Background: an optimization exercise with open tools, aiming at small area. Do not read the settings as production practice.
Only simulation tests tie the RTL to the original design; equivalence was not proved.
No activity file was given, so power comes from the tool's default toggle rates.

<file path="flow/design.v">
module irsar_dec8b10b (
    input  wire [9:0] code,
    input  wire       rd_in,       
    output reg        code_err,
    output reg        is_k285,
    output reg        is_k277,
    output reg        is_k237,
    output wire [7:0] data,        
    output wire       rd_out       
);
    wire [5:0] s6 = code[9:4];     
    wire [3:0] s4 = code[3:0];     
    reg [4:0] x;           
    reg       ok6_neg;     
    reg       ok6_pos;     
    reg       k28_pfx;     
    always @* begin
        x = 5'd0; ok6_neg = 1'b0; ok6_pos = 1'b0; k28_pfx = 1'b0;
        case (s6)
            6'b100111: begin x = 5'd0;  ok6_neg = 1'b1; end
            6'b011000: begin x = 5'd0;  ok6_pos = 1'b1; end
            6'b011101: begin x = 5'd1;  ok6_neg = 1'b1; end
            6'b100010: begin x = 5'd1;  ok6_pos = 1'b1; end
            6'b101101: begin x = 5'd2;  ok6_neg = 1'b1; end
            6'b010010: begin x = 5'd2;  ok6_pos = 1'b1; end
            6'b110001: begin x = 5'd3;  ok6_neg = 1'b1; ok6_pos = 1'b1; end
            6'b110101: begin x = 5'd4;  ok6_neg = 1'b1; end
            6'b001010: begin x = 5'd4;  ok6_pos = 1'b1; end
            6'b101001: begin x = 5'd5;  ok6_neg = 1'b1; ok6_pos = 1'b1; end
            6'b011001: begin x = 5'd6;  ok6_neg = 1'b1; ok6_pos = 1'b1; end
            6'b111000: begin x = 5'd7;  ok6_neg = 1'b1; end
            6'b000111: begin x = 5'd7;  ok6_pos = 1'b1; end
            6'b111001: begin x = 5'd8;  ok6_neg = 1'b1; end
            6'b000110: begin x = 5'd8;  ok6_pos = 1'b1; end
            6'b100101: begin x = 5'd9;  ok6_neg = 1'b1; ok6_pos = 1'b1; end
            6'b010101: begin x = 5'd10; ok6_neg = 1'b1; ok6_pos = 1'b1; end
            6'b110100: begin x = 5'd11; ok6_neg = 1'b1; ok6_pos = 1'b1; end
            6'b001101: begin x = 5'd12; ok6_neg = 1'b1; ok6_pos = 1'b1; end
            6'b101100: begin x = 5'd13; ok6_neg = 1'b1; ok6_pos = 1'b1; end
            6'b011100: begin x = 5'd14; ok6_neg = 1'b1; ok6_pos = 1'b1; end
            6'b010111: begin x = 5'd15; ok6_neg = 1'b1; end
            6'b101000: begin x = 5'd15; ok6_pos = 1'b1; end
            6'b011011: begin x = 5'd16; ok6_neg = 1'b1; end
            6'b100100: begin x = 5'd16; ok6_pos = 1'b1; end
            6'b100011: begin x = 5'd17; ok6_neg = 1'b1; ok6_pos = 1'b1; end
            6'b010011: begin x = 5'd18; ok6_neg = 1'b1; ok6_pos = 1'b1; end
            6'b110010: begin x = 5'd19; ok6_neg = 1'b1; ok6_pos = 1'b1; end
            6'b001011: begin x = 5'd20; ok6_neg = 1'b1; ok6_pos = 1'b1; end
            6'b101010: begin x = 5'd21; ok6_neg = 1'b1; ok6_pos = 1'b1; end
            6'b011010: begin x = 5'd22; ok6_neg = 1'b1; ok6_pos = 1'b1; end
            6'b111010: begin x = 5'd23; ok6_neg = 1'b1; end
            6'b000101: begin x = 5'd23; ok6_pos = 1'b1; end
            6'b110011: begin x = 5'd24; ok6_neg = 1'b1; end
            6'b001100: begin x = 5'd24; ok6_pos = 1'b1; end
            6'b100110: begin x = 5'd25; ok6_neg = 1'b1; ok6_pos = 1'b1; end
            6'b010110: begin x = 5'd26; ok6_neg = 1'b1; ok6_pos = 1'b1; end
            6'b110110: begin x = 5'd27; ok6_neg = 1'b1; end
            6'b001001: begin x = 5'd27; ok6_pos = 1'b1; end
            6'b001110: begin x = 5'd28; ok6_neg = 1'b1; ok6_pos = 1'b1; end
            6'b101110: begin x = 5'd29; ok6_neg = 1'b1; end
            6'b010001: begin x = 5'd29; ok6_pos = 1'b1; end
            6'b011110: begin x = 5'd30; ok6_neg = 1'b1; end
            6'b100001: begin x = 5'd30; ok6_pos = 1'b1; end
            6'b101011: begin x = 5'd31; ok6_neg = 1'b1; end
            6'b010100: begin x = 5'd31; ok6_pos = 1'b1; end
            6'b001111: begin x = 5'd28; ok6_neg = 1'b1; k28_pfx = 1'b1; end
            6'b110000: begin x = 5'd28; ok6_pos = 1'b1; k28_pfx = 1'b1; end
            default:   ;
        endcase
    end
    wire [2:0] ones6 = {2'b00, s6[0]} + {2'b00, s6[1]} + {2'b00, s6[2]} +
                       {2'b00, s6[3]} + {2'b00, s6[4]} + {2'b00, s6[5]};
    wire [2:0] ones4 = {2'b00, s4[0]} + {2'b00, s4[1]} + {2'b00, s4[2]} + {2'b00, s4[3]};
    wire rd6 = (ones6 > 3'd3)      ? 1'b1 :
               (ones6 < 3'd3)      ? 1'b0 :
               (s6 == 6'b000111)   ? 1'b1 :
               (s6 == 6'b111000)   ? 1'b0 : rd_in;
    assign rd_out = (ones4 > 3'd2)     ? 1'b1 :
                    (ones4 < 3'd2)     ? 1'b0 :
                    (s4 == 4'b0011)    ? 1'b1 :
                    (s4 == 4'b1100)    ? 1'b0 : rd6;
    reg [2:0] y;           
    reg       ok4;         
    reg       alt7;        
    always @* begin
        y = 3'd0; ok4 = 1'b0; alt7 = 1'b0;
        if (!rd6) begin
            case (s4)
                4'b1011: begin y = 3'd0; ok4 = 1'b1; end
                4'b1001: begin y = 3'd1; ok4 = 1'b1; end
                4'b0101: begin y = 3'd2; ok4 = 1'b1; end
                4'b1100: begin y = 3'd3; ok4 = 1'b1; end
                4'b1101: begin y = 3'd4; ok4 = 1'b1; end
                4'b1010: begin y = 3'd5; ok4 = 1'b1; end
                4'b0110: begin y = 3'd6; ok4 = 1'b1; end
                4'b1110: begin y = 3'd7; ok4 = 1'b1; end
                4'b0111: begin y = 3'd7; ok4 = 1'b1; alt7 = 1'b1; end
                default: ;
            endcase
        end else begin
            case (s4)
                4'b0100: begin y = 3'd0; ok4 = 1'b1; end
                4'b1001: begin y = 3'd1; ok4 = 1'b1; end
                4'b0101: begin y = 3'd2; ok4 = 1'b1; end
                4'b0011: begin y = 3'd3; ok4 = 1'b1; end
                4'b0010: begin y = 3'd4; ok4 = 1'b1; end
                4'b1010: begin y = 3'd5; ok4 = 1'b1; end
                4'b0110: begin y = 3'd6; ok4 = 1'b1; end
                4'b0001: begin y = 3'd7; ok4 = 1'b1; end
                4'b1000: begin y = 3'd7; ok4 = 1'b1; alt7 = 1'b1; end
                default: ;
            endcase
        end
    end
    wire needs_alt = rd6 ? (x == 5'd11 || x == 5'd13 || x == 5'd14)
                         : (x == 5'd17 || x == 5'd18 || x == 5'd20);
    wire ok6 = rd_in ? ok6_pos : ok6_neg;
    always @* begin
        is_k285 = 1'b0; is_k277 = 1'b0; is_k237 = 1'b0; code_err = 1'b0;
        if (!ok6 || !ok4) begin
            code_err = 1'b1;
        end else if (k28_pfx) begin
            if ((rd6 && s4 == 4'b1010) || (!rd6 && s4 == 4'b0101))
                is_k285 = 1'b1;
            else
                code_err = 1'b1;
        end else if (y == 3'd7 && alt7 && !needs_alt) begin
            if (x == 5'd27)      is_k277 = 1'b1;
            else if (x == 5'd23) is_k237 = 1'b1;
            else                 code_err = 1'b1;
        end else if (y == 3'd7 && !alt7 && needs_alt) begin
            code_err = 1'b1;
        end
    end
    assign data = {y, x};
endmodule
module irsar_link_rx (
    input  wire        clk,
    input  wire        rst,           
    input  wire        sym_valid,
    input  wire [9:0]  sym,           
    output reg         pay_valid,
    output wire [7:0]  pay_data,
    output reg  [6:0]  pay_index,
    output reg         hdr_valid,
    output wire [7:0]  hdr_opc,
    output wire [7:0]  hdr_hop,
    output wire [2:0]  hdr_tag,
    output wire        hdr_rsp,
    output wire        hdr_late,
    output wire        hdr_lin,
    output reg  [6:0]  hdr_len,
    output reg         frm_done,
    output wire        frm_ok,
    output reg  [2:0]  frm_err,
    output wire [15:0] frm_crc,
    output reg         in_frame,
    output reg         rd_pos,
    output reg  [15:0] cnt_ok,
    output reg  [15:0] cnt_rej,
    output reg  [15:0] cnt_cerr
);
    localparam [15:0] CRC_POLY = 16'hBAAD;
    wire       c_err, c_k285, c_k277, c_k237, rd_next;
    wire [7:0] c_data;
    irsar_dec8b10b u_dec (
        .code     (sym),
        .rd_in    (rd_pos),
        .code_err (c_err),
        .is_k285  (c_k285),
        .is_k277  (c_k277),
        .is_k237  (c_k237),
        .data     (c_data),
        .rd_out   (rd_next)
    );
    wire c_k   = c_k285 | c_k277 | c_k237;
    wire c_dat = !c_err && !c_k;
    reg [2:0]  st;
    reg [15:0] crc;
    reg [7:0]  b2, b1, b0;
    assign hdr_opc  = b2;
    assign hdr_hop  = b1;
    assign hdr_tag  = b0[7:5];
    assign hdr_rsp  = b0[4];
    assign hdr_late = b0[3];
    assign hdr_lin  = b0[2];
    assign pay_data = b0;
    assign frm_crc  = {b1, b0};
    assign frm_ok   = (frm_err == 3'd0);
    reg [15:0] crc_next;
    integer i;
    always @* begin
        crc_next = crc ^ {c_data, 8'h00};
        for (i = 0; i < 8; i = i + 1)
            crc_next = crc_next[15] ? ((crc_next << 1) ^ CRC_POLY) : (crc_next << 1);
    end
    wire [6:0] idx_inc  = pay_index + 7'd1;
    wire       len_bad  = c_data > 8'd96;
    wire       s_hdr3   = (st == 3'd3);
    wire       s_pay    = (st == 3'd4);
    wire       s_crc2   = (st == 3'd5);
    wire       pay_last = (idx_inc == hdr_len);    
    wire       crc_good = (crc_next == 16'h0000);
    wire res    = in_frame ? (!c_dat || (s_hdr3 && len_bad) || s_crc2)
                           : (c_k277 && !st[0]);
    wire res_ok = in_frame && c_dat && s_crc2 && crc_good;
    reg       in_frame_n;
    reg [2:0] st_n;
    always @* begin
        in_frame_n = in_frame;
        st_n       = st;
        if (!in_frame) begin
            if (c_k277) begin
                in_frame_n = st[0];            
                st_n       = 3'd0;
            end else if (!c_k237) begin
                st_n[0] = c_k285;
            end
        end else if (res) begin
            in_frame_n = 1'b0;
            st_n       = {2'b00, c_k285};
        end else if (s_pay && !pay_last) begin
            st_n = 3'd4;
        end else begin
            st_n = st + 3'd1;
        end
    end
    always @(posedge clk) begin
        if (rst) begin
            in_frame  <= 1'b0;
            st[0]     <= 1'b0;
            rd_pos    <= 1'b0;
            pay_valid <= 1'b0;
            hdr_valid <= 1'b0;
            frm_done  <= 1'b0;
            cnt_ok    <= 16'h0000;
            cnt_rej   <= 16'h0000;
            cnt_cerr  <= 16'h0000;
        end else begin
            pay_valid <= sym_valid && in_frame && c_dat && s_pay && !pay_last;
            hdr_valid <= sym_valid && in_frame && c_dat && s_hdr3 && !len_bad;
            frm_done  <= sym_valid && res;
            if (sym_valid) begin
                rd_pos   <= rd_next;
                in_frame <= in_frame_n;
                st[0]    <= st_n[0];
                if (c_err && cnt_cerr != 16'hFFFF)
                    cnt_cerr <= cnt_cerr + 16'd1;
                if (res && res_ok && cnt_ok != 16'hFFFF)
                    cnt_ok <= cnt_ok + 16'd1;
                if (res && !res_ok && cnt_rej != 16'hFFFF)
                    cnt_rej <= cnt_rej + 16'd1;
            end
        end
    end
    always @(posedge clk) begin
        frm_err[0] <= !in_frame || !c_dat;
        frm_err[1] <= in_frame && !c_err && (c_k || s_hdr3);
        frm_err[2] <= !in_frame || (c_dat && st[2] && !crc_good);
        if (sym_valid)
            st[2:1] <= st_n[2:1];
        if (!in_frame)
            crc <= 16'hFFFF;
        else if (sym_valid)
            crc <= crc_next;
        if (!in_frame)
            pay_index <= 7'h7F;
        else if (sym_valid && s_pay)
            pay_index <= idx_inc;
        if (sym_valid && s_hdr3)
            hdr_len <= c_data[6:0];
        if (sym_valid && !s_hdr3) begin
            b2 <= b1;
            b1 <= b0;
            b0 <= c_data;
        end
    end
endmodule
</file>
<file path="flow/constraint.sdc">
create_clock -name core_clock -period 8.0 [get_ports {clk}]
set_input_delay 1.6000 -clock core_clock [delete_from_list [all_inputs] [get_ports {clk}]]
set_output_delay 1.6000 -clock core_clock [all_outputs]
set_load 0.01 [all_outputs]
</file>
<file path="flow/config.mk">
export PLATFORM = sky130hd
export DESIGN_NAME = irsar_link_rx
export DESIGN_NICKNAME = irsar_link_rx
export VERILOG_FILES = /design/flow/design.v
export SDC_FILE = /design/flow/constraint.sdc
export NUM_CORES = 4
export LEC_CHECK = 0
export CAP_MARGIN = 20
export CORE_MARGIN = 2
export CORE_UTILIZATION = 40
export SLEW_MARGIN = 20
</file>
<file path="flow/run.sh">
#!/bin/bash
# synth_recipe.tcl (not shown) runs the flow's synth.tcl, then flattens the netlist and writes it again
# the make line also repeats each setting of config.mk as NAME=value (left out here)
make -C /OpenROAD-flow-scripts/flow DESIGN_CONFIG=/design/flow/config.mk WORK_HOME=/design/flow/orfs CLKGATE_MAP_FILE= SYNTH_SCRIPT=/design/flow/synth_recipe.tcl finish
</file>
==> flow_summary.yaml <==
layout:
  final_cell_mix: "clkdlybuf4s50_1 (128), dfxtp_1 (80), nand2_1 (78)"
  design_area_um2: 9610
  fillers: 1752
  syn2layout_area_growth_pct: 25.7
  nets: 1024
  final_common_cell: "clkdlybuf4s50_1"
  fin_cells: 1233
  num_antenna_cells: 0
  drive_above_1_share_pct: 9.51
  finish.utilization_pct: 51.4
critical_path:
  critPathMaxFanout: 30
  path_class: "in2reg"
  worst_setup_path_end_kind: "flop"
  critical_path_arrival_ns: 7.56
  worstPathRequired_ns: 8.28
  critPathLaunchType: "input port"
die:
  dieHeight_um: 142
  die_area_um2: 20200
  ioPinCount: 130
  fp-row-count: 50
  start_util_pct: 40.8
  fp.dieW_um: 142
  core-area_um2: 18700
sta:
  relSlewSlack_pct: 52.3
  worstMarginPinSlew_ns: 0.716
  post-route-worst-setup-slack_ns: 0.720
  max_freq_mhz: 137
  whs_ns: 0.471
  hold_viol: 0
  report.final.setup_viol: 0
  period_share_pct: 91.0
  setup-tns-final_ns: 0
  rsz0062_at_grt: "false"
  finalCriticalPeriod_ns: 7.28
  skew_ns: 0.0157
  slew_viol_final: 0
clock_network:
  post_cts.repair.setup_buffers: 0
  ctsHoldBuffers: 0
  tritoncts.num_buffers: 17
  clkTransAtPathRegs_ns: 0.06
  cts-root-buf: "clkbuf_16"
  cts.sinks: 113
  cts_buffer_depth: 2
  cts_tree: "built"
  post_cts_resized: 0
  clk_latency_ns: 0.42
  htree_levels: 4
power_and_ir_drop:
  p_sw_mw: 0.665
  power_density_nw_per_um2: 217
  total_power_mw: 2.09
  pwr-share-comb_pct: 33.0
  ir_worst_vdd_uv: 129
  internal_power_mw: 1.42
  p_seq_share_pct: 30.8
  p_sw_share_pct: 31.9
  p_clk_share_pct: 36.2
  p_leak_nw: 3.69
routing:
  avgRoutedWirePerCell_um: 15.7
  viasPerCell: 5.45
  drc: 0
  drt-total-wl_um: 19400
  ant_nets: 0
  drt_iter0_drc: 411
  dr.pass1.iters: 5
  routed-via-count: 6719
flow_run:
  maxCapViolCount: 0
place:
  place_congestion: 0.854
  placed_cell_area_um2: 9010
  dp.final_hpwl_um: 14100
  dp_slack_ns: 0.299
  dp.cells: 1201
  io_buffers: 129
synth:
  synth-seq-cells: 113
  synth_edf_count: 33
  syn_inst: 884
  ys_async_sr_fraction_pct: 0
  syn-cell-area_um2: 7640
  synth_area_per_cell_um2: 8.64
  ys_types: 85
  seq_area_frac_synth_pct: 33.9
  syn-num-nets: 922
  yosys_warnings: 2
  synthFlopType: "dfxtp_1"
status:
  status: "complete, no violations"
hold_path:
  min_path_type: "reg2reg"
global_route:
  grt_start_max_net_pins: 71
  grt_pass1_wl_um: 31500
  antenna_found_initial: 0
  grt_overflow: 0
  first_global_vias: 6154
  grtUsageTotal_pct: 19.4
-- cells in the mapped netlist (4+ instances only) --
library cell | n | area [um^2]
o221ai_1 | 4 | 35.0
o21bai_1 | 6 | 45.0
clkbuf_1 | 28 | 105
inv_1 | 39 | 146
a211o_1 | 7 | 61.3
xnor2_1 | 37 | 324
o21a_1 | 6 | 45.0
edfxtp_1 | 33 | 991
and3_1 | 23 | 144
and2_1 | 16 | 100
or3_1 | 17 | 106
buf_2 | 5 | 25.0
xor2_1 | 15 | 131
a31o_2 | 9 | 78.8
nand3_1 | 35 | 175
o21ai_0 | 46 | 230
mux2_4 | 5 | 75.1
nand4_1 | 12 | 75.1
a21oi_1 | 46 | 230
mux2_2 | 8 | 90.1
buf_4 | 26 | 195
nor3b_1 | 7 | 52.6
fa_1 | 4 | 80.1
ha_1 | 21 | 263
or2_2 | 7 | 43.8
o211ai_1 | 13 | 97.6
o31ai_1 | 5 | 37.5
or4_1 | 5 | 37.5
mux2i_1 | 15 | 150
nor2b_1 | 23 | 144
a31oi_1 | 5 | 31.3
nand2_1 | 78 | 293
buf_1 | 4 | 15.0
a21o_1 | 6 | 45.0
o211a_1 | 4 | 40.0
nor2_1 | 66 | 248
a211oi_1 | 17 | 128
nand2b_1 | 18 | 113
nor3_1 | 12 | 60.1
dfxtp_1 | 80 | 1600
nand3b_1 | 4 | 30.0
-- kinds of logic after synthesis --
family                     Yosys count  synth area share, %
AOI/OAI and AO/OA                  212                 19.3
and+or+nand+nor                    343                 23.8
DFF                                113                 33.9
buffers and inverters              105                 6.72
adders and majority gates           25                 4.49
muxes                               29                 4.28
xor gates and xnor gates            57                 7.44
-- worst max-delay path, cell delays in order --
cell	delay, ns
clkdlybuf4s50_1	0.48
inv_1	0.07
ha_1	0.31
inv_1	0.14
fa_1	0.45
fa_1	0.37
inv_1	0.07
fa_1	0.39
nor2b_1	0.19
a31o_2	0.29
or3_4	0.39
and3b_1	0.22
or2_1	0.27
xnor3_2	0.50
xnor2_4	0.30
mux2_4	0.35
a2bb2oi_4	0.18
o41ai_4	0.38
buf_4	0.32
mux2i_1	0.21
nor2_1	0.05
-- worst paths after layout --
check | start | end | slack, ns | cells after the start
max reg2reg | rd_pos | cnt_rej[1] | 3.96 | 12
min reg2reg | b1[1] | b2[1] | 0.47 | 0
min | b1[1] | b2[1] | 0.47 | 0
max | sym[4] | cnt_rej[1] | 0.72 | 21
-- flip-flops by register name, summed over array words and instances, names as in the netlist, 7 cells and up --
register	cells
b0	8
b1	8
b2	8
cnt_cerr	16
cnt_ok	16
cnt_rej	16
crc	16
hdr_len	7
pay_index	7
-- power by group through the flow --
| stage | clock (mW) | combinational, mW | sequential (mW) |
|---|---|---|---|
| 2_1_floorplan | 0 | 0.523 | 0.655 |
| 3_3_place_gp | 0 | 0.686 | 0.654 |
| 3_5_place_dp | 0 | 0.683 | 0.655 |
| 4_1_cts | 0.770 | 0.691 | 0.642 |
| 5_1_grt | 0.793 | 0.758 | 0.646 |
| 6_report | 0.756 | 0.689 | 0.642 |
-- metal layers --
metal	vias up	part of all wire, %	wire length (um)	GRT usage, %
li1	3378	-	-	-
met1	3155	48	9280	26.5
met2	161	46	8950	31.3
met3	25	4.6	896	4.17
met4	0	1.3	257	5.00
met5	-	0	0	0
-- final cells by class --
class | instances | area [um^2] | area share [%]
inverter | 40 | 150 | 1.56
clock inverter | 11 | 106 | 1.11
multi-input combinational | 666 | 4550 | 47.4
timing repair buffer | 148 | 1430 | 14.9
tap | 234 | 293 | 3.05
clock buffer | 21 | 483 | 5.03
sequential | 113 | 2590 | 27.0

port drivers added, routing unchanged:
No port has a modelled driver above. Below, the same layout with a new extraction and two added sets of constraints. Step 1 assumes that a clkbuf_16 drives the clock port and a buf_2 every other input. Step 2 also shifts input and output timing later by t, the mid clock arrival at the registers, as if the neighbouring blocks saw the same clock. Slacks: ideal ports / drivers / drivers and shift; pairs: ideal ports / drivers.
t, ns: 0.453
setup slack, ns: 0.720 / 0.740 / 0.287
worst hold slack (ns): 0.471 / 0.471 / 0.471
worst register clock-pin slew, ns: 0.06 / 0.06
After both steps setup and hold are still met in this run. The setup slack of this run moves by +0.020 ns with the drivers and by -0.433 ns with both steps.
